Background: an optimization exercise with open tools, aiming at small area, a short achievable clock period and few clock cycles. Do not read the settings as production practice. The RTL was checked by simulation tests, not by an equivalence proof against the original design. Power figures rest on the tool's default switching activity, not on a simulated workload.

### design.v
module hsh_engine (
    input  wire        clk,
    input  wire        rst,         
    input  wire        req_valid,
    output wire        req_ready,
    input  wire        req_start,
    input  wire        req_final,
    input  wire [16:0] req_len,
    input  wire        in_valid,
    output wire        in_ready,
    input  wire [63:0] in_data,
    output wire        out_valid,
    input  wire        out_ready,
    output wire [63:0] out_data
);
    localparam [511:0] IV = {64'hcbbb9d5dc1059ed8, 64'h629a292a367cd507,
                             64'h9159015a3070dd17, 64'h152fecd8f70e5939,
                             64'h67332667ffc00b31, 64'h8eb44a8768581511,
                             64'hdb0c2e0d64f98fa7, 64'h47b5481dbefa4fa4};
    reg          nx_v, nx_start, nx_final;
    reg [16:0]   nx_len;
    reg          cur_v;       
    reg          start_r, final_r;
    reg [16:0]   len_r;
    reg [9:0]    nb;          
    reg [13:0]   mw;          
    reg          padded;      
    reg          first_blk;   
    reg          cnt_ok;      
    reg [2:0]    fx;          
    reg          fcy;         
    reg          wl;          
    reg [6:0]    cyc;         
    reg          wact;        
    reg          pact;        
    reg          plast;       
    reg          ld_pend, ld_iv, ld_rot;
    reg [3:0]    lc;
    reg          out_pend;
    reg [3:0]    oc;
    reg [9:0]    osel;        
    reg [63:0]   hA, hB, hC, hD, hE, hF, hG, hH;
    reg [127:0]  cnt;
    reg [1023:0] w;           
    reg [63:0]   a, b, c, d, e, f, g, h;
    reg [63:0]   q;           
    reg [63:0]   kr;          
    reg          s0, s1, s79, s80;    
    reg  [63:0] kc;
    always @(*) begin
        case (cyc)
            7'd0: kc[63:48] = 16'h428a;
            7'd1: kc[63:48] = 16'h7137;
            7'd2: kc[63:48] = 16'hb5c0;
            7'd3: kc[63:48] = 16'he9b5;
            7'd4: kc[63:48] = 16'h3956;
            7'd5: kc[63:48] = 16'h59f1;
            7'd6: kc[63:48] = 16'h923f;
            7'd7: kc[63:48] = 16'hab1c;
            7'd8: kc[63:48] = 16'hd807;
            7'd9: kc[63:48] = 16'h1283;
            7'd10: kc[63:48] = 16'h2431;
            7'd11: kc[63:48] = 16'h550c;
            7'd12: kc[63:48] = 16'h72be;
            7'd13: kc[63:48] = 16'h80de;
            7'd14: kc[63:48] = 16'h9bdc;
            7'd15: kc[63:48] = 16'hc19b;
            7'd16: kc[63:48] = 16'he49b;
            7'd17: kc[63:48] = 16'hefbe;
            7'd18: kc[63:48] = 16'h0fc1;
            7'd19: kc[63:48] = 16'h240c;
            7'd20: kc[63:48] = 16'h2de9;
            7'd21: kc[63:48] = 16'h4a74;
            7'd22: kc[63:48] = 16'h5cb0;
            7'd23: kc[63:48] = 16'h76f9;
            7'd24: kc[63:48] = 16'h983e;
            7'd25: kc[63:48] = 16'ha831;
            7'd26: kc[63:48] = 16'hb003;
            7'd27: kc[63:48] = 16'hbf59;
            7'd28: kc[63:48] = 16'hc6e0;
            7'd29: kc[63:48] = 16'hd5a7;
            7'd30: kc[63:48] = 16'h06ca;
            7'd31: kc[63:48] = 16'h1429;
            7'd32: kc[63:48] = 16'h27b7;
            7'd33: kc[63:48] = 16'h2e1b;
            7'd34: kc[63:48] = 16'h4d2c;
            7'd35: kc[63:48] = 16'h5338;
            7'd36: kc[63:48] = 16'h650a;
            7'd37: kc[63:48] = 16'h766a;
            7'd38: kc[63:48] = 16'h81c2;
            7'd39: kc[63:48] = 16'h9272;
            7'd40: kc[63:48] = 16'ha2bf;
            7'd41: kc[63:48] = 16'ha81a;
            7'd42: kc[63:48] = 16'hc24b;
            7'd43: kc[63:48] = 16'hc76c;
            7'd44: kc[63:48] = 16'hd192;
            7'd45: kc[63:48] = 16'hd699;
            7'd46: kc[63:48] = 16'hf40e;
            7'd47: kc[63:48] = 16'h106a;
            7'd48: kc[63:48] = 16'h19a4;
            7'd49: kc[63:48] = 16'h1e37;
            7'd50: kc[63:48] = 16'h2748;
            7'd51: kc[63:48] = 16'h34b0;
            7'd52: kc[63:48] = 16'h391c;
            7'd53: kc[63:48] = 16'h4ed8;
            7'd54: kc[63:48] = 16'h5b9c;
            7'd55: kc[63:48] = 16'h682e;
            7'd56: kc[63:48] = 16'h748f;
            7'd57: kc[63:48] = 16'h78a5;
            7'd58: kc[63:48] = 16'h84c8;
            7'd59: kc[63:48] = 16'h8cc7;
            7'd60: kc[63:48] = 16'h90be;
            7'd61: kc[63:48] = 16'ha450;
            7'd62: kc[63:48] = 16'hbef9;
            7'd63: kc[63:48] = 16'hc671;
            7'd64: kc[63:48] = 16'hca27;
            7'd65: kc[63:48] = 16'hd186;
            7'd66: kc[63:48] = 16'heada;
            7'd67: kc[63:48] = 16'hf57d;
            7'd68: kc[63:48] = 16'h06f0;
            7'd69: kc[63:48] = 16'h0a63;
            7'd70: kc[63:48] = 16'h113f;
            7'd71: kc[63:48] = 16'h1b71;
            7'd72: kc[63:48] = 16'h28db;
            7'd73: kc[63:48] = 16'h32ca;
            7'd74: kc[63:48] = 16'h3c9e;
            7'd75: kc[63:48] = 16'h431d;
            7'd76: kc[63:48] = 16'h4cc5;
            7'd77: kc[63:48] = 16'h597f;
            7'd78: kc[63:48] = 16'h5fcb;
            7'd79: kc[63:48] = 16'h6c44;
            default: kc[63:48] = 16'h0;
        endcase
    end
    always @(*) begin
        case (cyc)
            7'd0: kc[47:32] = 16'h2f98;
            7'd1: kc[47:32] = 16'h4491;
            7'd2: kc[47:32] = 16'hfbcf;
            7'd3: kc[47:32] = 16'hdba5;
            7'd4: kc[47:32] = 16'hc25b;
            7'd5: kc[47:32] = 16'h11f1;
            7'd6: kc[47:32] = 16'h82a4;
            7'd7: kc[47:32] = 16'h5ed5;
            7'd8: kc[47:32] = 16'haa98;
            7'd9: kc[47:32] = 16'h5b01;
            7'd10: kc[47:32] = 16'h85be;
            7'd11: kc[47:32] = 16'h7dc3;
            7'd12: kc[47:32] = 16'h5d74;
            7'd13: kc[47:32] = 16'hb1fe;
            7'd14: kc[47:32] = 16'h06a7;
            7'd15: kc[47:32] = 16'hf174;
            7'd16: kc[47:32] = 16'h69c1;
            7'd17: kc[47:32] = 16'h4786;
            7'd18: kc[47:32] = 16'h9dc6;
            7'd19: kc[47:32] = 16'ha1cc;
            7'd20: kc[47:32] = 16'h2c6f;
            7'd21: kc[47:32] = 16'h84aa;
            7'd22: kc[47:32] = 16'ha9dc;
            7'd23: kc[47:32] = 16'h88da;
            7'd24: kc[47:32] = 16'h5152;
            7'd25: kc[47:32] = 16'hc66d;
            7'd26: kc[47:32] = 16'h27c8;
            7'd27: kc[47:32] = 16'h7fc7;
            7'd28: kc[47:32] = 16'h0bf3;
            7'd29: kc[47:32] = 16'h9147;
            7'd30: kc[47:32] = 16'h6351;
            7'd31: kc[47:32] = 16'h2967;
            7'd32: kc[47:32] = 16'h0a85;
            7'd33: kc[47:32] = 16'h2138;
            7'd34: kc[47:32] = 16'h6dfc;
            7'd35: kc[47:32] = 16'h0d13;
            7'd36: kc[47:32] = 16'h7354;
            7'd37: kc[47:32] = 16'h0abb;
            7'd38: kc[47:32] = 16'hc92e;
            7'd39: kc[47:32] = 16'h2c85;
            7'd40: kc[47:32] = 16'he8a1;
            7'd41: kc[47:32] = 16'h664b;
            7'd42: kc[47:32] = 16'h8b70;
            7'd43: kc[47:32] = 16'h51a3;
            7'd44: kc[47:32] = 16'he819;
            7'd45: kc[47:32] = 16'h0624;
            7'd46: kc[47:32] = 16'h3585;
            7'd47: kc[47:32] = 16'ha070;
            7'd48: kc[47:32] = 16'hc116;
            7'd49: kc[47:32] = 16'h6c08;
            7'd50: kc[47:32] = 16'h774c;
            7'd51: kc[47:32] = 16'hbcb5;
            7'd52: kc[47:32] = 16'h0cb3;
            7'd53: kc[47:32] = 16'haa4a;
            7'd54: kc[47:32] = 16'hca4f;
            7'd55: kc[47:32] = 16'h6ff3;
            7'd56: kc[47:32] = 16'h82ee;
            7'd57: kc[47:32] = 16'h636f;
            7'd58: kc[47:32] = 16'h7814;
            7'd59: kc[47:32] = 16'h0208;
            7'd60: kc[47:32] = 16'hfffa;
            7'd61: kc[47:32] = 16'h6ceb;
            7'd62: kc[47:32] = 16'ha3f7;
            7'd63: kc[47:32] = 16'h78f2;
            7'd64: kc[47:32] = 16'h3ece;
            7'd65: kc[47:32] = 16'hb8c7;
            7'd66: kc[47:32] = 16'h7dd6;
            7'd67: kc[47:32] = 16'h4f7f;
            7'd68: kc[47:32] = 16'h67aa;
            7'd69: kc[47:32] = 16'h7dc5;
            7'd70: kc[47:32] = 16'h9804;
            7'd71: kc[47:32] = 16'h0b35;
            7'd72: kc[47:32] = 16'h77f5;
            7'd73: kc[47:32] = 16'hab7b;
            7'd74: kc[47:32] = 16'hbe0a;
            7'd75: kc[47:32] = 16'h67c4;
            7'd76: kc[47:32] = 16'hd4be;
            7'd77: kc[47:32] = 16'h299c;
            7'd78: kc[47:32] = 16'h6fab;
            7'd79: kc[47:32] = 16'h198c;
            default: kc[47:32] = 16'h0;
        endcase
    end
    always @(*) begin
        case (cyc)
            7'd0: kc[31:16] = 16'hd728;
            7'd1: kc[31:16] = 16'h23ef;
            7'd2: kc[31:16] = 16'hec4d;
            7'd3: kc[31:16] = 16'h8189;
            7'd4: kc[31:16] = 16'hf348;
            7'd5: kc[31:16] = 16'hb605;
            7'd6: kc[31:16] = 16'haf19;
            7'd7: kc[31:16] = 16'hda6d;
            7'd8: kc[31:16] = 16'ha303;
            7'd9: kc[31:16] = 16'h4570;
            7'd10: kc[31:16] = 16'h4ee4;
            7'd11: kc[31:16] = 16'hd5ff;
            7'd12: kc[31:16] = 16'hf27b;
            7'd13: kc[31:16] = 16'h3b16;
            7'd14: kc[31:16] = 16'h25c7;
            7'd15: kc[31:16] = 16'hcf69;
            7'd16: kc[31:16] = 16'h9ef1;
            7'd17: kc[31:16] = 16'h384f;
            7'd18: kc[31:16] = 16'h8b8c;
            7'd19: kc[31:16] = 16'h77ac;
            7'd20: kc[31:16] = 16'h592b;
            7'd21: kc[31:16] = 16'h6ea6;
            7'd22: kc[31:16] = 16'hbd41;
            7'd23: kc[31:16] = 16'h8311;
            7'd24: kc[31:16] = 16'hee66;
            7'd25: kc[31:16] = 16'h2db4;
            7'd26: kc[31:16] = 16'h98fb;
            7'd27: kc[31:16] = 16'hbeef;
            7'd28: kc[31:16] = 16'h3da8;
            7'd29: kc[31:16] = 16'h930a;
            7'd30: kc[31:16] = 16'he003;
            7'd31: kc[31:16] = 16'h0a0e;
            7'd32: kc[31:16] = 16'h46d2;
            7'd33: kc[31:16] = 16'h5c26;
            7'd34: kc[31:16] = 16'h5ac4;
            7'd35: kc[31:16] = 16'h9d95;
            7'd36: kc[31:16] = 16'h8baf;
            7'd37: kc[31:16] = 16'h3c77;
            7'd38: kc[31:16] = 16'h47ed;
            7'd39: kc[31:16] = 16'h1482;
            7'd40: kc[31:16] = 16'h4cf1;
            7'd41: kc[31:16] = 16'hbc42;
            7'd42: kc[31:16] = 16'hd0f8;
            7'd43: kc[31:16] = 16'h0654;
            7'd44: kc[31:16] = 16'hd6ef;
            7'd45: kc[31:16] = 16'h5565;
            7'd46: kc[31:16] = 16'h5771;
            7'd47: kc[31:16] = 16'h32bb;
            7'd48: kc[31:16] = 16'hb8d2;
            7'd49: kc[31:16] = 16'h5141;
            7'd50: kc[31:16] = 16'hdf8e;
            7'd51: kc[31:16] = 16'he19b;
            7'd52: kc[31:16] = 16'hc5c9;
            7'd53: kc[31:16] = 16'he341;
            7'd54: kc[31:16] = 16'h7763;
            7'd55: kc[31:16] = 16'hd6b2;
            7'd56: kc[31:16] = 16'h5def;
            7'd57: kc[31:16] = 16'h4317;
            7'd58: kc[31:16] = 16'ha1f0;
            7'd59: kc[31:16] = 16'h1a64;
            7'd60: kc[31:16] = 16'h2363;
            7'd61: kc[31:16] = 16'hde82;
            7'd62: kc[31:16] = 16'hb2c6;
            7'd63: kc[31:16] = 16'he372;
            7'd64: kc[31:16] = 16'hea26;
            7'd65: kc[31:16] = 16'h21c0;
            7'd66: kc[31:16] = 16'hcde0;
            7'd67: kc[31:16] = 16'hee6e;
            7'd68: kc[31:16] = 16'h7217;
            7'd69: kc[31:16] = 16'ha2c8;
            7'd70: kc[31:16] = 16'hbef9;
            7'd71: kc[31:16] = 16'h131c;
            7'd72: kc[31:16] = 16'h2304;
            7'd73: kc[31:16] = 16'h40c7;
            7'd74: kc[31:16] = 16'h15c9;
            7'd75: kc[31:16] = 16'h9c10;
            7'd76: kc[31:16] = 16'hcb3e;
            7'd77: kc[31:16] = 16'hfc65;
            7'd78: kc[31:16] = 16'h3ad6;
            7'd79: kc[31:16] = 16'h4a47;
            default: kc[31:16] = 16'h0;
        endcase
    end
    always @(*) begin
        case (cyc)
            7'd0: kc[15:0] = 16'hae22;
            7'd1: kc[15:0] = 16'h65cd;
            7'd2: kc[15:0] = 16'h3b2f;
            7'd3: kc[15:0] = 16'hdbbc;
            7'd4: kc[15:0] = 16'hb538;
            7'd5: kc[15:0] = 16'hd019;
            7'd6: kc[15:0] = 16'h4f9b;
            7'd7: kc[15:0] = 16'h8118;
            7'd8: kc[15:0] = 16'h0242;
            7'd9: kc[15:0] = 16'h6fbe;
            7'd10: kc[15:0] = 16'hb28c;
            7'd11: kc[15:0] = 16'hb4e2;
            7'd12: kc[15:0] = 16'h896f;
            7'd13: kc[15:0] = 16'h96b1;
            7'd14: kc[15:0] = 16'h1235;
            7'd15: kc[15:0] = 16'h2694;
            7'd16: kc[15:0] = 16'h4ad2;
            7'd17: kc[15:0] = 16'h25e3;
            7'd18: kc[15:0] = 16'hd5b5;
            7'd19: kc[15:0] = 16'h9c65;
            7'd20: kc[15:0] = 16'h0275;
            7'd21: kc[15:0] = 16'he483;
            7'd22: kc[15:0] = 16'hfbd4;
            7'd23: kc[15:0] = 16'h53b5;
            7'd24: kc[15:0] = 16'hdfab;
            7'd25: kc[15:0] = 16'h3210;
            7'd26: kc[15:0] = 16'h213f;
            7'd27: kc[15:0] = 16'h0ee4;
            7'd28: kc[15:0] = 16'h8fc2;
            7'd29: kc[15:0] = 16'ha725;
            7'd30: kc[15:0] = 16'h826f;
            7'd31: kc[15:0] = 16'h6e70;
            7'd32: kc[15:0] = 16'h2ffc;
            7'd33: kc[15:0] = 16'hc926;
            7'd34: kc[15:0] = 16'h2aed;
            7'd35: kc[15:0] = 16'hb3df;
            7'd36: kc[15:0] = 16'h63de;
            7'd37: kc[15:0] = 16'hb2a8;
            7'd38: kc[15:0] = 16'haee6;
            7'd39: kc[15:0] = 16'h353b;
            7'd40: kc[15:0] = 16'h0364;
            7'd41: kc[15:0] = 16'h3001;
            7'd42: kc[15:0] = 16'h9791;
            7'd43: kc[15:0] = 16'hbe30;
            7'd44: kc[15:0] = 16'h5218;
            7'd45: kc[15:0] = 16'ha910;
            7'd46: kc[15:0] = 16'h202a;
            7'd47: kc[15:0] = 16'hd1b8;
            7'd48: kc[15:0] = 16'hd0c8;
            7'd49: kc[15:0] = 16'hab53;
            7'd50: kc[15:0] = 16'heb99;
            7'd51: kc[15:0] = 16'h48a8;
            7'd52: kc[15:0] = 16'h5a63;
            7'd53: kc[15:0] = 16'h8acb;
            7'd54: kc[15:0] = 16'he373;
            7'd55: kc[15:0] = 16'hb8a3;
            7'd56: kc[15:0] = 16'hb2fc;
            7'd57: kc[15:0] = 16'h2f60;
            7'd58: kc[15:0] = 16'hab72;
            7'd59: kc[15:0] = 16'h39ec;
            7'd60: kc[15:0] = 16'h1e28;
            7'd61: kc[15:0] = 16'hbde9;
            7'd62: kc[15:0] = 16'h7915;
            7'd63: kc[15:0] = 16'h532b;
            7'd64: kc[15:0] = 16'h619c;
            7'd65: kc[15:0] = 16'hc207;
            7'd66: kc[15:0] = 16'heb1e;
            7'd67: kc[15:0] = 16'hd178;
            7'd68: kc[15:0] = 16'h6fba;
            7'd69: kc[15:0] = 16'h98a6;
            7'd70: kc[15:0] = 16'h0dae;
            7'd71: kc[15:0] = 16'h471b;
            7'd72: kc[15:0] = 16'h7d84;
            7'd73: kc[15:0] = 16'h2493;
            7'd74: kc[15:0] = 16'hbebc;
            7'd75: kc[15:0] = 16'h0d4c;
            7'd76: kc[15:0] = 16'h42b6;
            7'd77: kc[15:0] = 16'h7e2a;
            7'd78: kc[15:0] = 16'hfaec;
            7'd79: kc[15:0] = 16'h5817;
            default: kc[15:0] = 16'h0;
        endcase
    end
    wire [127:0] bitlen  = {cnt[124:0], 3'b000};
    wire        word_in  = (mw != 14'd0);
    wire        msg_slot = wact && (cyc[6:4] == 3'd0);           
    wire        lenword  = final_r && (nb == 10'd1) && (cyc[3:1] == 3'b111);
    wire        pad_part = final_r && (mw == 14'd1) && (len_r[2:0] != 3'd0);
    wire [63:0] keep_mask = ~(64'hffffffffffffffff >> {len_r[2:0], 3'b000});
    wire [63:0] pad_bit   = 64'h8000000000000000 >> {len_r[2:0], 3'b000};
    reg  [63:0] gword;
    always @(*) begin
        if (word_in) begin
            if (pad_part)
                gword = (in_data & keep_mask) | pad_bit;
            else
                gword = in_data;
        end else if (final_r && !padded) begin
            gword = 64'h8000000000000000;
        end else if (lenword) begin
            gword = cyc[0] ? bitlen[63:0] : bitlen[127:64];
        end else begin
            gword = 64'h0;
        end
    end
    wire [63:0] w0  = w[63:0];
    wire [63:0] w1  = w[127:64];
    wire [63:0] w9  = w[639:576];
    wire [63:0] w14 = w[959:896];
    wire [63:0] w15 = w[1023:960];
    wire [63:0] ss0 = {w1[0:0], w1[63:1]} ^ {w1[7:0], w1[63:8]} ^ (w1 >> 7);
    wire [63:0] ss1 = {w14[18:0], w14[63:19]} ^ {w14[60:0], w14[63:61]} ^ (w14 >> 6);
    wire [63:0] ws1 = w0 ^ w9 ^ ss0;
    wire [63:0] wc1 = {(w0[62:0] & w9[62:0]) | (w0[62:0] & ss0[62:0]) | (w9[62:0] & ss0[62:0]), 1'b0};
    wire [63:0] ws2 = ws1 ^ wc1 ^ ss1;
    wire [63:0] wc2 = {(ws1[62:0] & wc1[62:0]) | (ws1[62:0] & ss1[62:0]) | (wc1[62:0] & ss1[62:0]), 1'b0};
    wire [63:0] wnext = ws2 + wc2;
    wire [63:0] bs1 = {e[13:0], e[63:14]} ^ {e[17:0], e[63:18]} ^ {e[40:0], e[63:41]};
    wire [63:0] bs0 = {a[27:0], a[63:28]} ^ {a[33:0], a[63:34]} ^ {a[38:0], a[63:39]};
    wire [63:0] ch  = (e & f) ^ (~e & g);
    wire [63:0] maj = (a & b) ^ (a & c) ^ (b & c);
    wire [63:0] as1 = q ^ ch ^ maj;
    wire [63:0] ac1 = {(q[62:0] & ch[62:0]) | (q[62:0] & maj[62:0]) | (ch[62:0] & maj[62:0]), 1'b0};
    wire [63:0] as2 = as1 ^ ac1 ^ bs1;
    wire [63:0] ac2 = {(as1[62:0] & ac1[62:0]) | (as1[62:0] & bs1[62:0]) | (ac1[62:0] & bs1[62:0]), 1'b0};
    wire [63:0] as3 = as2 ^ ac2 ^ bs0;
    wire [63:0] ac3 = {(as2[62:0] & ac2[62:0]) | (as2[62:0] & bs0[62:0]) | (ac2[62:0] & bs0[62:0]), 1'b0};
    wire [63:0] a_n = as3 + ac3;
    wire [63:0] es1 = q ^ ch ^ d;
    wire [63:0] ec1 = {(q[62:0] & ch[62:0]) | (q[62:0] & d[62:0]) | (ch[62:0] & d[62:0]), 1'b0};
    wire [63:0] es2 = es1 ^ ec1 ^ bs1;
    wire [63:0] ec2 = {(es1[62:0] & ec1[62:0]) | (es1[62:0] & bs1[62:0]) | (ec1[62:0] & bs1[62:0]), 1'b0};
    wire [63:0] e_n = es2 + ec2;
    wire        ivs  = first_blk && start_r;            
    wire [63:0] qs1  = g ^ kr ^ w15;
    wire [63:0] qc1  = {(g[62:0] & kr[62:0]) | (g[62:0] & w15[62:0]) | (kr[62:0] & w15[62:0]), 1'b0};
    wire [63:0] q_n  = qs1 + qc1;
    wire        rot01 = pact || (first_blk && !start_r);    
    wire        rot   = s79 || s80 || ((s0 || s1) && rot01);
    wire [63:0] suma  = hD + a;
    wire [63:0] sume  = hH + e;
    wire [4:0]  ld_pos  = {1'b0, lc} + (ld_rot ? 5'd2 : 5'd0);
    wire        ld_ok   = ld_pend && !(pact && plast) && (!out_pend || (ld_pos < {1'b0, oc}));
    wire        ld_go   = ld_ok && (ld_iv || in_valid);
    reg  [63:0] ivw;
    always @(*) begin
        case (lc)
            4'd0: ivw = IV[511:448];
            4'd1: ivw = IV[447:384];
            4'd2: ivw = IV[383:320];
            4'd3: ivw = IV[319:256];
            4'd4: ivw = IV[255:192];
            4'd5: ivw = IV[191:128];
            4'd6: ivw = IV[127:64];
            4'd7: ivw = IV[63:0];
            4'd8: ivw = {47'd0, len_r};           
            default: ivw = 64'd0;
        endcase
    end
    wire [63:0] ldw = ld_iv ? ivw : in_data;
    wire ldA = ld_go && (lc == (ld_rot ? 4'd2 : 4'd0));
    wire ldB = ld_go && (lc == (ld_rot ? 4'd3 : 4'd1));
    wire ldC = ld_go && (lc == (ld_rot ? 4'd0 : 4'd2));
    wire ldD = ld_go && (lc == (ld_rot ? 4'd1 : 4'd3));
    wire ldE = ld_go && (lc == (ld_rot ? 4'd6 : 4'd4));
    wire ldF = ld_go && (lc == (ld_rot ? 4'd7 : 4'd5));
    wire ldG = ld_go && (lc == (ld_rot ? 4'd4 : 4'd6));
    wire ldH = ld_go && (lc == (ld_rot ? 4'd5 : 4'd7));
    wire ldL = ld_go && (lc == 4'd8);
    wire ldU = ld_go && (lc == 4'd9);
    assign out_data = ({64{osel[0]}} & hA) | ({64{osel[1]}} & hB) |
                      ({64{osel[2]}} & hC) | ({64{osel[3]}} & hD) |
                      ({64{osel[4]}} & hE) | ({64{osel[5]}} & hF) |
                      ({64{osel[6]}} & hG) | ({64{osel[7]}} & hH) |
                      ({64{osel[8]}} & cnt[63:0]) | ({64{osel[9]}} & cnt[127:64]);
    wire in_take = msg_slot && word_in;
    assign req_ready = !nx_v;
    assign in_ready  = in_take || (ld_ok && !ld_iv);
    assign out_valid = out_pend;
    wire go = !(in_take && !in_valid) && !(s79 && ld_pend) && !(lenword && !cnt_ok);
    wire rnd_en = s0 ? pact : !s1;
    wire wstep  = wact && !s80;
    wire [17:0] nblk_nx = nx_final ? (({1'b0, nx_len} + 18'd144) >> 7)
                                   : ({1'b0, nx_len} >> 7);
    wire        nx_blocks = (nblk_nx != 18'd0);
    wire last_blk = (nb == 10'd1);
    wire end_blk  = wact && s80 && go;
    wire take_b   = end_blk && last_blk && nx_v && nx_start && nx_blocks && cnt_ok;
    wire idle     = !cur_v && !wact && !pact && !ld_pend;
    wire take_c   = idle && nx_v;
    wire take     = take_b || take_c;
    wire ld_last  = ld_go && (lc == 4'd9);
    wire blk_go   = wl && ld_last && (nb != 10'd0);       
    wire new_go   = take && nx_start && nx_blocks;        
    wire       run    = go && (wact || pact);
    wire       cyc_we = run || new_go || blk_go;
    wire [6:0] cyc_nx = (!run || s80 || (s1 && !wact)) ? 7'd0 : cyc + 7'd1;
    wire fix = cur_v && !ld_pend && !cnt_ok;
    wire [15:0] fadd = (fx == 3'd0) ? len_r[15:0] : {15'd0, (fx == 3'd1) & len_r[16]};
    wire [16:0] fsum = {1'b0, cnt[15:0]} + {1'b0, fadd} + {16'd0, fcy};
    always @(posedge clk) begin
        if (cyc_we) begin
            cyc <= cyc_nx;
            s0  <= (cyc_nx == 7'd0);
            s1  <= (cyc_nx == 7'd1);
            s79 <= (cyc_nx == 7'd79);
            s80 <= (cyc_nx == 7'd80);
        end
        if (run)
            kr <= kc;
        if (run && wstep)
            w <= {(msg_slot ? gword : wnext), w[1023:64]};
        if (run)
            q <= q_n;
    end
    wire ab_rnd  = run && rnd_en;
    wire ab_load = run && s1;
    always @(posedge clk) begin
        if (ab_rnd) begin
            {a, b, c, d} <= {a_n, a, b, c};
            {e, f, h}    <= {e_n, e, g};
        end else if (ab_load) begin
            if (ivs)
                {a, b, c, d, e, f, h} <= {IV[511:128], IV[63:0]};
            else
                {a, b, c, d, e, f, h} <= {suma, hA, hB, hC, sume, hE, hG};
        end else if (blk_go) begin
            a <= 64'd0;
            e <= 64'd0;
        end
        if (run && s0)
            g <= ivs ? IV[63:0] : hF;
        else if (ab_rnd)
            g <= f;
        else if (ab_load)
            g <= ivs ? IV[127:64] : hF;
    end
    wire rot_go = run && rot;
    always @(posedge clk) begin
        if (ldA) hA <= ldw; else if (rot_go) hA <= suma;
        if (ldB) hB <= ldw; else if (rot_go) hB <= hA;
        if (ldC) hC <= ldw; else if (rot_go) hC <= hB;
        if (ldD) hD <= ldw; else if (rot_go) hD <= hC;
        if (ldE) hE <= ldw; else if (rot_go) hE <= sume;
        if (ldF) hF <= ldw; else if (rot_go) hF <= hE;
        if (ldG) hG <= ldw; else if (rot_go) hG <= hF;
        if (ldH) hH <= ldw; else if (rot_go) hH <= hG;
        if (ldL) cnt[63:0]   <= ldw; else if (fix) cnt[63:0]   <= cnt[79:16];
        if (ldU) cnt[127:64] <= ldw; else if (fix) cnt[127:64] <= {fsum[15:0], cnt[127:80]};
    end
    always @(posedge clk) begin
        if (rst) begin
            nx_v     <= 1'b0;
            cur_v    <= 1'b0;
            wact     <= 1'b0;
            pact     <= 1'b0;
            plast    <= 1'b0;
            ld_pend  <= 1'b0;
            out_pend <= 1'b0;
            wl       <= 1'b0;
        end else begin
            if (req_valid && !nx_v) begin
                nx_v     <= 1'b1;
                nx_start <= req_start;
                nx_final <= req_final;
                nx_len   <= req_len;
            end
            if (out_pend && out_ready) begin
                oc   <= oc + 4'd1;
                osel <= {osel[8:0], 1'b0};
                if (oc == 4'd9)
                    out_pend <= 1'b0;
            end
            if (ld_go) begin
                lc <= lc + 4'd1;
                if (lc == 4'd9)
                    ld_pend <= 1'b0;
            end
            if (fix) begin
                fx  <= fx + 3'd1;
                fcy <= fsum[16];
                if (fx == 3'd7)
                    cnt_ok <= 1'b1;
            end
            if (ld_last && ld_iv)
                cnt_ok <= 1'b1;
            if (wl && ld_last) begin
                wl <= 1'b0;
                if (nb == 10'd0) begin
                    cur_v    <= 1'b0;
                    out_pend <= 1'b1;
                    oc       <= 4'd0;
                    osel     <= 10'd1;
                end else begin
                    wact      <= 1'b1;
                    first_blk <= 1'b1;
                end
            end
            if (run) begin
                if (msg_slot && wstep) begin
                    if (word_in)
                        mw <= mw - 14'd1;
                    if (pad_part || (!word_in && final_r))
                        padded <= 1'b1;
                end
                if (s1)
                    first_blk <= 1'b0;
                if (s80) begin
                    nb    <= nb - 10'd1;
                    pact  <= 1'b1;
                    plast <= last_blk;
                    if (last_blk) begin
                        wact  <= 1'b0;
                        cur_v <= 1'b0;
                    end
                end else if (s1 && !wact) begin
                    pact <= 1'b0;
                end
                if (s1 && pact) begin
                    plast <= 1'b0;
                    if (plast) begin
                        out_pend <= 1'b1;
                        oc       <= 4'd0;
                        osel     <= 10'd1;
                    end
                end
            end
            if (take) begin
                nx_v      <= 1'b0;
                cur_v     <= 1'b1;
                start_r   <= nx_start;
                final_r   <= nx_final;
                len_r     <= nx_len;
                nb        <= nblk_nx[9:0];
                mw        <= ({1'b0, nx_len} + 18'd7) >> 3;
                padded    <= 1'b0;
                cnt_ok    <= 1'b0;
                fx        <= 3'd0;
                fcy       <= 1'b0;
                ld_pend   <= 1'b1;
                ld_iv     <= nx_start;
                ld_rot    <= !nx_start && nx_blocks;
                lc        <= 4'd0;
                if (new_go) begin
                    wact      <= 1'b1;
                    first_blk <= 1'b1;
                    wl        <= 1'b0;
                end else begin
                    wl        <= 1'b1;
                end
            end
        end
    end
endmodule
### flow/run.sh
#!/bin/bash
# Standard layout, with timing repair aiming for extra setup slack beyond the clock period.
set -euo pipefail
bash standard.sh SETUP_SLACK_MARGIN=5.75 finish > standard.log 2>&1
### standard.sh
#!/bin/bash
# synth_recipe.tcl (not shown) runs the flow's synth.tcl, then flattens the netlist and writes it again
# the make line also repeats each setting of config.mk as NAME=value (left out here)
make -C /OpenROAD-flow-scripts/flow DESIGN_CONFIG=/design/flow/config.mk WORK_HOME=/design/flow/orfs CLKGATE_MAP_FILE= SYNTH_SCRIPT=/design/flow/synth_recipe.tcl "${@:-finish}"
### config.mk
export PLATFORM = sky130hd
export DESIGN_NAME = hsh_engine
export DESIGN_NICKNAME = hsh_engine
export VERILOG_FILES = /design/flow/design.v
export SDC_FILE = /design/flow/constraint.sdc
export NUM_CORES = 4
export LEC_CHECK = 0
export CAP_MARGIN = 20
export CORE_MARGIN = 2
export CORE_UTILIZATION = 40
export SLEW_MARGIN = 20
### constraint.sdc
create_clock -name core_clock -period 11.5 [get_ports {clk}]
set_input_delay 2.3000 -clock core_clock [delete_from_list [all_inputs] [get_ports {clk}]]
set_output_delay 2.3000 -clock core_clock [all_outputs]
set_load 0.01 [all_outputs]
==> flow_metrics.tcl, run 1 <==
set metrics [dict create \
    status "complete, but fails checks" \
    so.violations "slew limit" \
    power.share.switching_pct 39.79 \
    grt_max_degree 202 \
    dr.pass1.iters 8 \
    vias 110400 \
    endpoint_kind "register" \
    timing.hold.worst.class "register to register" \
    dominantRegCellSynth "sky130_fd_sc_hd__edfxtp_1" \
    n_fill_cell 32200 \
    clock_tree.root_cell "sky130_fd_sc_hd__clkbuf_16" \
    drt-vias-per-instance 6.327 \
    antenna_violating_nets_post_route 0 \
    power_leakage_nw 58.49 \
    detail_route.wl_per_cell_microns 37.11 \
    area.growth.synth_to_final_pct 13.16 \
    criticalPathCategory "register to register" \
    nNetsFinal 13680 \
    cts_tree "yes" \
    core_area_sq_um 343300 \
    ys_seq_elements 2347 \
    yosys_warnings 1 \
    worstPathRequired_ns 12.10 \
    place_inst 16780 \
    power.share.clock_pct 26.6 \
    final_ws_setup_ns 5.555 \
    hold_viol_final 0 \
    dpl.hpwl_microns 490300 \
    initial_utilization_pct 40.21 \
    power-per-cell-area_nw_per_um2 213.2 \
    mappedNetlistNets 13660 \
    final_max_slew_viol_count 56 \
    crit_fanout 8 \
    intPower_mw 20.05 \
    final.hold.worst_slack_ns 0.3633 \
    first_global_vias 101100 \
    leading_cell_type_in_the_layout_fill_and_taps_excluded "sky130_fd_sc_hd__edfxtp_1" \
    final_area_sq_um 156200 \
    design.die.area_sq_um 349800 \
    regMostFlops "w" \
    final_layout_size_suffix_gt1_share_pct 8.786 \
    synth.yosys.seq_area_share_pct 51.00 \
    vdd.ir_drop.worst_v 0.0001400 \
    finalWorstPathRequiredPeriod_ns 5.945 \
    power.sequential.fraction_pct 32.2 \
    die_h_microns 591.4 \
    synth.lib_cells_used.distinct 115 \
    drc 0 \
    largest_register_ffs 1024 \
    grt_util_all_layers_pct 36.19 \
    synth_top_area_cells "sky130_fd_sc_hd__edfxtp_1 51%, sky130_fd_sc_hd__fa_1 7.4%, sky130_fd_sc_hd__o21ai_0 4.9%, sky130_fd_sc_hd__nand2_1 4.8%, sky130_fd_sc_hd__xnor2_1 4.5%" \
    synth_edf_count 2339 \
    max-cap-violations 0 \
    grt_setup_unrepaired "yes" \
    netlist_area_pre_place_sq_um 138000 \
    global_route_wire_length_before_repair_microns 868400 \
    antenna_found_initial 64 \
    cts_made_buffers 276 \
    critPathLaunchType "register" \
    worstMarginPinSlew_ns 1.571 \
    drt_first_iter_violations 17640 \
    total_switching_power_mw 13.25 \
    worst_slew_margin_rel_pct -4.760 \
    fin_worst_skew_ns 0.08465 \
    grt-ovfl-total 0 \
    avgSynthCellArea_sq_um 10.93 \
    stdcell_count 17450 \
    place_ws_ns 4.745 \
    timing.setup.tns_ns 0 \
    fin_util_pct 45.50 \
    fin_crit_sh_pct 51.69 \
    path_clk_slew_ns 0.06 \
    num_rows 215 \
    htree_levels 5 \
    mostFrequentLayoutCells "2339 x sky130_fd_sc_hd__edfxtp_1, 1751 x sky130_fd_sc_hd__nand2_1, 1308 x sky130_fd_sc_hd__o21ai_0" \
    dieWidth_microns 591.4 \
    setup_viol 0 \
    ioPinCount 155 \
    total_power_mw 33.30 \
    combinationalPowerShare_pct 41.2 \
    critical_path_arrival_ns 6.55 \
    placement.cell_area_sq_um 144900 \
    netlist.top_cell.by_area "sky130_fd_sc_hd__edfxtp_1" \
    portBuffers 154 \
    post_synthesis_cells 12620 \
    max-clock-path-buffers 4 \
    gp_routability_congestion 1.090 \
    cts.sinks 2347 \
    top_regs "w (1024), cnt (128)" \
    fmax_mhz 168.2 \
    yosysTopAreaCellShare_pct 50.89 \
    finalWirelength_microns 647600 \
    async_reset_ff_share_pct 0 \
    worst_skew_pair.late_latency_ns 0.98 \
]
-- metal layers --
metal  GRT usage [%]  share of wire, %  vias up
li1                -                 -    45980
met1           49.00                39    55460
met2           50.85                41     7522
met3           10.06                12     1395
met4           23.29               7.8       44
met5               0             0.043        -
-- cells in the mapped netlist (82+ instances only) --
cell type                  number
sky130_fd_sc_hd__a221oi_1     106
sky130_fd_sc_hd__fa_1         512
sky130_fd_sc_hd__xnor2_1      713
sky130_fd_sc_hd__nor2_1       492
sky130_fd_sc_hd__a21oi_1      734
sky130_fd_sc_hd__a22oi_1      200
sky130_fd_sc_hd__a31oi_1       85
sky130_fd_sc_hd__o22ai_1       82
sky130_fd_sc_hd__nand3_1      289
sky130_fd_sc_hd__buf_1         82
sky130_fd_sc_hd__edfxtp_1    2339
sky130_fd_sc_hd__a211oi_1      88
sky130_fd_sc_hd__inv_1        568
sky130_fd_sc_hd__a21o_1       377
sky130_fd_sc_hd__mux2i_1      186
sky130_fd_sc_hd__o21ai_0     1341
sky130_fd_sc_hd__clkbuf_1     704
sky130_fd_sc_hd__nand2_1     1773
sky130_fd_sc_hd__nor3_1       110
sky130_fd_sc_hd__nand4_1      164
sky130_fd_sc_hd__xor2_1       208
sky130_fd_sc_hd__ha_1         434
-- power groups by stage --
| stage | Combinational, mW | Sequential (mW) | Clock [mW] |
|---|---|---|---|
| after floorplan | 8.27 | 10.6 | 0 |
| after global placement | 12.6 | 10.9 | 0 |
| after detailed placement | 12.5 | 10.9 | 0 |
| after CTS | 12.8 | 10.7 | 8.95 |
| after global routing | 14.5 | 10.7 | 9.25 |
| final | 13.7 | 10.7 | 8.87 |
-- repair_timing --
action / 4_1_cts / 5_1_grt
hold buffers: 0 / 0
gates resized for setup: 115 / 114
pin swaps: 30 / 29
gates cloned: 0 / 0
endpoints found under the setup margin: 102 / 70
buffers inserted: 99 / 49
-- kinds of logic (layout without fill, tap and decap cells) --
kind of cell	after synthesis	in the layout	synth area share, %
buf+inv	1411	1648	3.892
compound gates	3615	3615	16.36
fa+ha+maj	947	947	11.37
simple gates	3193	3193	10.11
other cells	0	31	0
flops	2347	2347	51.00
xor+xnor	921	921	5.844
mux	190	190	1.414
-- layout make-up --
cell class / instances / area (sq um) / share of cell area, %
Clock inverter: 162 / 1622 / 1.038
Tap cell: 4557 / 5702 / 3.650
Inverter: 575 / 2165 / 1.386
Timing Repair Buffer: 583 / 5229 / 3.348
Multi-Input combinational cell: 8866 / 63770 / 40.83
Clock buffer: 328 / 7228 / 4.628
Sequential cell: 2347 / 70400 / 45.07
Antenna cell: 31 / 77.57 / 0.04967
-- worst paths after layout --
kind / slack [ns] / depth (start not counted) / start / end
worst max-delay path: 5.56 / 14 / e[51]$_DFFE_PP_ / a[54]$_DFFE_PP_
worst min-delay path: 0.36 / 0 / w[808]$_DFFE_PP_ / w[744]$_DFFE_PP_
worst max register to register: 5.56 / 14 / e[51]$_DFFE_PP_ / a[54]$_DFFE_PP_
worst min register to register: 0.36 / 0 / w[808]$_DFFE_PP_ / w[744]$_DFFE_PP_
-- worst max-delay path, stage by stage (launching register included) --
cell and delay, ns:
sky130_fd_sc_hd__edfxtp_1 0.96, sky130_fd_sc_hd__xnor2_1 0.16, sky130_fd_sc_hd__xnor2_1 0.77, sky130_fd_sc_hd__fa_1 0.57, sky130_fd_sc_hd__fa_1 0.46, sky130_fd_sc_hd__ha_1 0.52
sky130_fd_sc_hd__nand2_1 0.14, sky130_fd_sc_hd__nor3_1 0.30, sky130_fd_sc_hd__nand3_1 0.15, sky130_fd_sc_hd__o41a_4 0.54, sky130_fd_sc_hd__o41ai_4 0.46, sky130_fd_sc_hd__buf_4 0.20
sky130_fd_sc_hd__a21oi_2 0.07, sky130_fd_sc_hd__xnor2_1 0.18, sky130_fd_sc_hd__o22ai_1 0.10
Testbench counts, summed over its fixed seeds: cycles 40,034.
==> run 2, diff against run 1 <==
--- a/design.v
+++ b/design.v
@@ -17,6 +17,8 @@
                              64'h9159015a3070dd17, 64'h152fecd8f70e5939,
                              64'h67332667ffc00b31, 64'h8eb44a8768581511,
                              64'hdb0c2e0d64f98fa7, 64'h47b5481dbefa4fa4};
+    reg          ib_v;
+    reg [63:0]   ib;
     reg          nx_v, nx_start, nx_final;
     reg [16:0]   nx_len;
     reg          cur_v;       
@@ -398,9 +400,9 @@
     always @(*) begin
         if (word_in) begin
             if (pad_part)
-                gword = (in_data & keep_mask) | pad_bit;
+                gword = (ib & keep_mask) | pad_bit;
             else
-                gword = in_data;
+                gword = ib;
         end else if (final_r && !padded) begin
             gword = 64'h8000000000000000;
         end else if (lenword) begin
@@ -447,7 +449,7 @@
     wire [63:0] sume  = hH + e;
     wire [4:0]  ld_pos  = {1'b0, lc} + (ld_rot ? 5'd2 : 5'd0);
     wire        ld_ok   = ld_pend && !(pact && plast) && (!out_pend || (ld_pos < {1'b0, oc}));
-    wire        ld_go   = ld_ok && (ld_iv || in_valid);
+    wire        ld_go   = ld_ok && (ld_iv || ib_v);
     reg  [63:0] ivw;
     always @(*) begin
         case (lc)
@@ -463,7 +465,7 @@
             default: ivw = 64'd0;
         endcase
     end
-    wire [63:0] ldw = ld_iv ? ivw : in_data;
+    wire [63:0] ldw = ld_iv ? ivw : ib;
     wire ldA = ld_go && (lc == (ld_rot ? 4'd2 : 4'd0));
     wire ldB = ld_go && (lc == (ld_rot ? 4'd3 : 4'd1));
     wire ldC = ld_go && (lc == (ld_rot ? 4'd0 : 4'd2));
@@ -481,9 +483,10 @@
                       ({64{osel[8]}} & cnt[63:0]) | ({64{osel[9]}} & cnt[127:64]);
     wire in_take = msg_slot && word_in;
     assign req_ready = !nx_v;
-    assign in_ready  = in_take || (ld_ok && !ld_iv);
+    wire ib_take = (run && in_take) || (ld_go && !ld_iv);
+    assign in_ready  = !ib_v || ib_take;
     assign out_valid = out_pend;
-    wire go = !(in_take && !in_valid) && !(s79 && ld_pend) && !(lenword && !cnt_ok);
+    wire go = !(in_take && !ib_v) && !(s79 && ld_pend) && !(lenword && !cnt_ok);
     wire rnd_en = s0 ? pact : !s1;
     wire wstep  = wact && !s80;
     wire [17:0] nblk_nx = nx_final ? (({1'b0, nx_len} + 18'd144) >> 7)
@@ -505,6 +508,8 @@
     wire [15:0] fadd = (fx == 3'd0) ? len_r[15:0] : {15'd0, (fx == 3'd1) & len_r[16]};
     wire [16:0] fsum = {1'b0, cnt[15:0]} + {1'b0, fadd} + {16'd0, fcy};
     always @(posedge clk) begin
+        if (in_valid && in_ready)
+            ib <= in_data;
         if (cyc_we) begin
             cyc <= cyc_nx;
             s0  <= (cyc_nx == 7'd0);
@@ -557,6 +562,7 @@
     always @(posedge clk) begin
         if (rst) begin
             nx_v     <= 1'b0;
+            ib_v     <= 1'b0;
             cur_v    <= 1'b0;
             wact     <= 1'b0;
             pact     <= 1'b0;
@@ -565,6 +571,10 @@
             out_pend <= 1'b0;
             wl       <= 1'b0;
         end else begin
+            if (in_valid && in_ready)
+                ib_v <= 1'b1;
+            else if (ib_take)
+                ib_v <= 1'b0;
             if (req_valid && !nx_v) begin
                 nx_v     <= 1'b1;
                 nx_start <= req_start;
==> flow/run.sh (replaced) <==
#!/bin/bash
# Standard layout, with timing repair aiming for extra setup slack beyond the clock period.
set -euo pipefail
bash standard.sh SETUP_SLACK_MARGIN=6.0 finish > standard.log 2>&1
==> run 2 against run 1 <==
- sequential share of layout area down 0.30 points
- sequential power is essentially flat
- the run now finishes clean
- global-route usage shrank 0.15 points
- clock-buffer cell count rose by 7
- largest power group unchanged
- synthesized cell count decreased by 0.13%
- power is 5.9% higher
- worst hold slack got worse by 0.0054 ns
==> flow_metrics.tcl, run 2 <==
set metrics [dict create \
    worst_skew_pair.late_latency_ns 0.98 \
    path_clk_slew_ns 0.06 \
    nNetsFinal 13900 \
    vdd.ir_drop.worst_v 0.0001565 \
    yosysTopAreaCellShare_pct 51.63 \
    detail_route.wl_per_cell_microns 37.08 \
    ioPinCount 155 \
    drt_first_iter_violations 18810 \
    final_max_slew_viol_count 0 \
    synth_top_area_cells "sky130_fd_sc_hd__edfxtp_1 52%, sky130_fd_sc_hd__fa_1 7.3%, sky130_fd_sc_hd__nand2_1 4.5%, sky130_fd_sc_hd__xnor2_1 4.5%, sky130_fd_sc_hd__o21ai_0 4.4%" \
    place_ws_ns 4.340 \
    finalWirelength_microns 656400 \
    fin_util_pct 46.34 \
    dr.pass1.iters 7 \
    dieWidth_microns 595.1 \
    post_synthesis_cells 12610 \
    timing.hold.worst.class "register to register" \
    leading_cell_type_in_the_layout_fill_and_taps_excluded "sky130_fd_sc_hd__edfxtp_1" \
    max-clock-path-buffers 4 \
    path_cells "buf_4 > buf_4 > ha_1 > o21ai_1 > a21oi_1 > o41ai_2 > a211oi_1 > o21ai_1 > a21oi_1 > o21ai_0 > nand2_1 > a31oi_1 > nor4_1 > a2111oi_1" \
    worst_slew_margin_rel_pct 10.76 \
    mappedNetlistNets 13640 \
    htree_levels 5 \
    async_reset_ff_share_pct 0 \
    power-per-cell-area_nw_per_um2 218.3 \
    num_rows 217 \
    synth_edf_count 2403 \
    global_route_wire_length_before_repair_microns 879400 \
    first_global_vias 103600 \
    synth.yosys.seq_area_share_pct 51.76 \
    yosys_warnings 1 \
    endpoint_kind "register" \
    synthTopCellsByCount "2403 x sky130_fd_sc_hd__edfxtp_1, 1688 x sky130_fd_sc_hd__nand2_1, 1234 x sky130_fd_sc_hd__o21ai_0" \
    avgSynthCellArea_sq_um 11.09 \
    portBuffers 154 \
    fin_worst_skew_ns 0.08818 \
    ys_seq_elements 2412 \
    die_h_microns 595.1 \
    placement.cell_area_sq_um 146700 \
    synth_adder_area_share_pct 11.23 \
    critical_path_arrival_ns 6.47 \
    gp_routability_congestion 1.082 \
    grt_setup_unrepaired "yes" \
    power_leakage_nw 59.45 \
    synth.lib_cells_used.distinct 109 \
    setup_viol 0 \
    vias 112900 \
    initial_utilization_pct 40.09 \
    core_area_sq_um 348600 \
    cts.sinks 2412 \
    hold_viol_final 0 \
    worstPathRequired_ns 12.21 \
    regMostFlops "w" \
    largest_register_ffs 1024 \
    netlist.top_cell.by_area "sky130_fd_sc_hd__edfxtp_1" \
    grt_util_all_layers_pct 36.04 \
    final_area_sq_um 161600 \
    dominantRegCellSynth "sky130_fd_sc_hd__edfxtp_1" \
    fin_crit_sh_pct 50.06 \
    fmax_mhz 173.7 \
    drt-vias-per-instance 6.375 \
    status "timing/DRC/antenna clean" \
    grt-ovfl-total 0 \
    criticalPathCategory "register to register" \
    cts_tree "yes" \
    crit_fanout 6 \
    antenna_violating_nets_post_route 0 \
    timing.setup.tns_ns 0 \
    post_synthesis_mux_area_share_pct 1.662 \
    yosys.area_share.xor_xnor_pct 5.809 \
    netlist_area_pre_place_sq_um 139800 \
    area.growth.synth_to_final_pct 15.60 \
    top_count_cell_post_synth "sky130_fd_sc_hd__edfxtp_1" \
    grt_max_degree 191 \
    drc 0 \
    slowest_delay_ns 0.73 \
    largest_family_of_logic_cells_by_synthesized_area "compound AO/OA/AOI/OAI gates" \
    synth_simple_gate_area_share_pct 9.921 \
    antenna_found_initial 54 \
    top_regs "w (1024), cnt (128)" \
    critical_path.slowest_cell "sky130_fd_sc_hd__o21ai_1" \
    final_layout_size_suffix_gt1_share_pct 11.61 \
    design.die.area_sq_um 354200 \
    final_ws_setup_ns 5.743 \
    worstMarginPinSlew_ns 1.329 \
    compound_cell_area_share_of_the_yosys_netlist_pct 15.90 \
    finalWorstPathRequiredPeriod_ns 5.757 \
    max-cap-violations 0 \
    cts_made_buffers 280 \
    dpl.hpwl_microns 488800 \
    mostFrequentLayoutCells "2403 x sky130_fd_sc_hd__edfxtp_1, 1666 x sky130_fd_sc_hd__nand2_1, 1178 x sky130_fd_sc_hd__o21ai_0" \
    critPathLaunchType "register" \
    clock_tree.root_cell "sky130_fd_sc_hd__clkbuf_16" \
]
## run 2: cell count changes after synthesis, sizes merged, moves of 11 or more
| cell | before | now |
|---|---|---|
| nand4 | 164 | 152 |
| o221ai | 23 | 64 |
| nand2 | 1775 | 1690 |
| o21a | 34 | 53 |
| a21o | 378 | 337 |
| edfxtp | 2339 | 2403 |
| nand3 | 290 | 312 |
| nand2b | 44 | 61 |
| a21oi | 737 | 754 |
| mux2i | 186 | 223 |
| nor2 | 496 | 526 |
| o21ai | 1377 | 1266 |
| buf | 132 | 94 |
| clkbuf | 704 | 715 |
## run 2: layout make-up
type | instances | area (sq um)
Multi-Input combinational cell | 8822 | 65350
Sequential cell | 2412 | 72340
Antenna cell | 20 | 50.05
Timing Repair inverter | 3 | 26.28
Clock inverter | 166 | 1659
Fill cell | 32430 | 187100
Timing Repair Buffer | 783 | 6970
Inverter | 564 | 2162
Clock buffer | 335 | 7256
Tap cell | 4599 | 5754
## run 2: per-layer routing
metal | global-route usage (%) | part of all wire (%)
met5 | 0 | 0.025
met4 | 24.19 | 8.2
met3 | 10.37 | 13
met2 | 50.36 | 41
met1 | 48.39 | 38
## run 2: worst max-delay path, delay by kind of cell (launching register included)
kind | cells | cell delay, ns
simple gates | 2 | 0.33
compound gates | 9 | 3.98
buf+inv | 2 | 0.33
flops | 1 | 0.47
fa+ha+maj | 1 | 0.41
## run 2: final timing paths
kind | from | to | slack (ns) | cells past startpoint
setup reg to reg | a[7]$_DFFE_PP_ | a[51]$_DFFE_PP_ | 5.74 | 14
hold / removal | w[810]$_DFFE_PP_ | w[746]$_DFFE_PP_ | 0.36 | 0
setup / recovery | a[7]$_DFFE_PP_ | a[51]$_DFFE_PP_ | 5.74 | 14
hold reg to reg | w[810]$_DFFE_PP_ | w[746]$_DFFE_PP_ | 0.36 | 0
## run 2: report_power, final
| part | internal [mW] | switching (mW) | total [mW] |
|---|---|---|---|
| Sequential | 10.5 | 0.523 | 11.0 |
| Clock | 5.00 | 3.96 | 8.96 |
| Combinational | 5.58 | 9.76 | 15.3 |
| Total | 21.0 | 14.2 | 35.3 |
## run 2: kinds of logic after synthesis
| logic type | count (synthesis) |
|---|---|
| simple gates | 3159 |
| buf+inv | 1373 |
| xor+xnor | 927 |
| fa+ha+maj | 947 |
| mux | 228 |
| flops | 2412 |
| compound gates | 3561 |
## run 2: timing repair
action / in CTS / in global routing
endpoints found under the setup margin: 595 / 86
gates cloned: 7 / 0
gates resized for setup: 414 / 194
hold buffers: 0 / 0
pin swaps: 118 / 115
buffers inserted: 254 / 106
## run 2: metrics by stage
step | total power, mW | hold slack [ns] | std cells
3_3_place_gp | 24.04 | 0.4001 | 16810
5_1_grt | 36.43 | 0.3529 | 17690
6_report | 35.27 | 0.3580 | 17700
4_1_cts | 34.03 | 0.3368 | 17570
3_5_place_dp | 23.98 | 0.4045 | 16810
2_1_floorplan | 19.31 | 0.4003 | 12610
Testbench counts of run 2, summed over its fixed seeds: cycles 40,034.

## what the ideal ports hide
No port has a modelled driver above. Below, the same layouts with a new extraction and two added sets of constraints.
Step 1 assumes that a clkbuf_16 drives the clock port and a buf_2 every other input.
Step 2 moves the port delays by t, midway between the first and last clock arrival at a register: inputs arrive t later, outputs are due t later. That takes back most of the time a late clock gives input paths.
Three values: no drivers, after step 1, after step 2; two values: the first two.
run | shift t [ns] | setup WS [ns] | worst slew at a driven data input, ns
run 1 | 1.044 | 5.555 / 5.555 / 5.004 | 0.09
run 2 | 1.036 | 5.743 / 5.743 / 5.743 | 0.05
The setup slack of run 1, which loses most, moves by 0.000 ns with the drivers and by -0.551 ns with both steps.
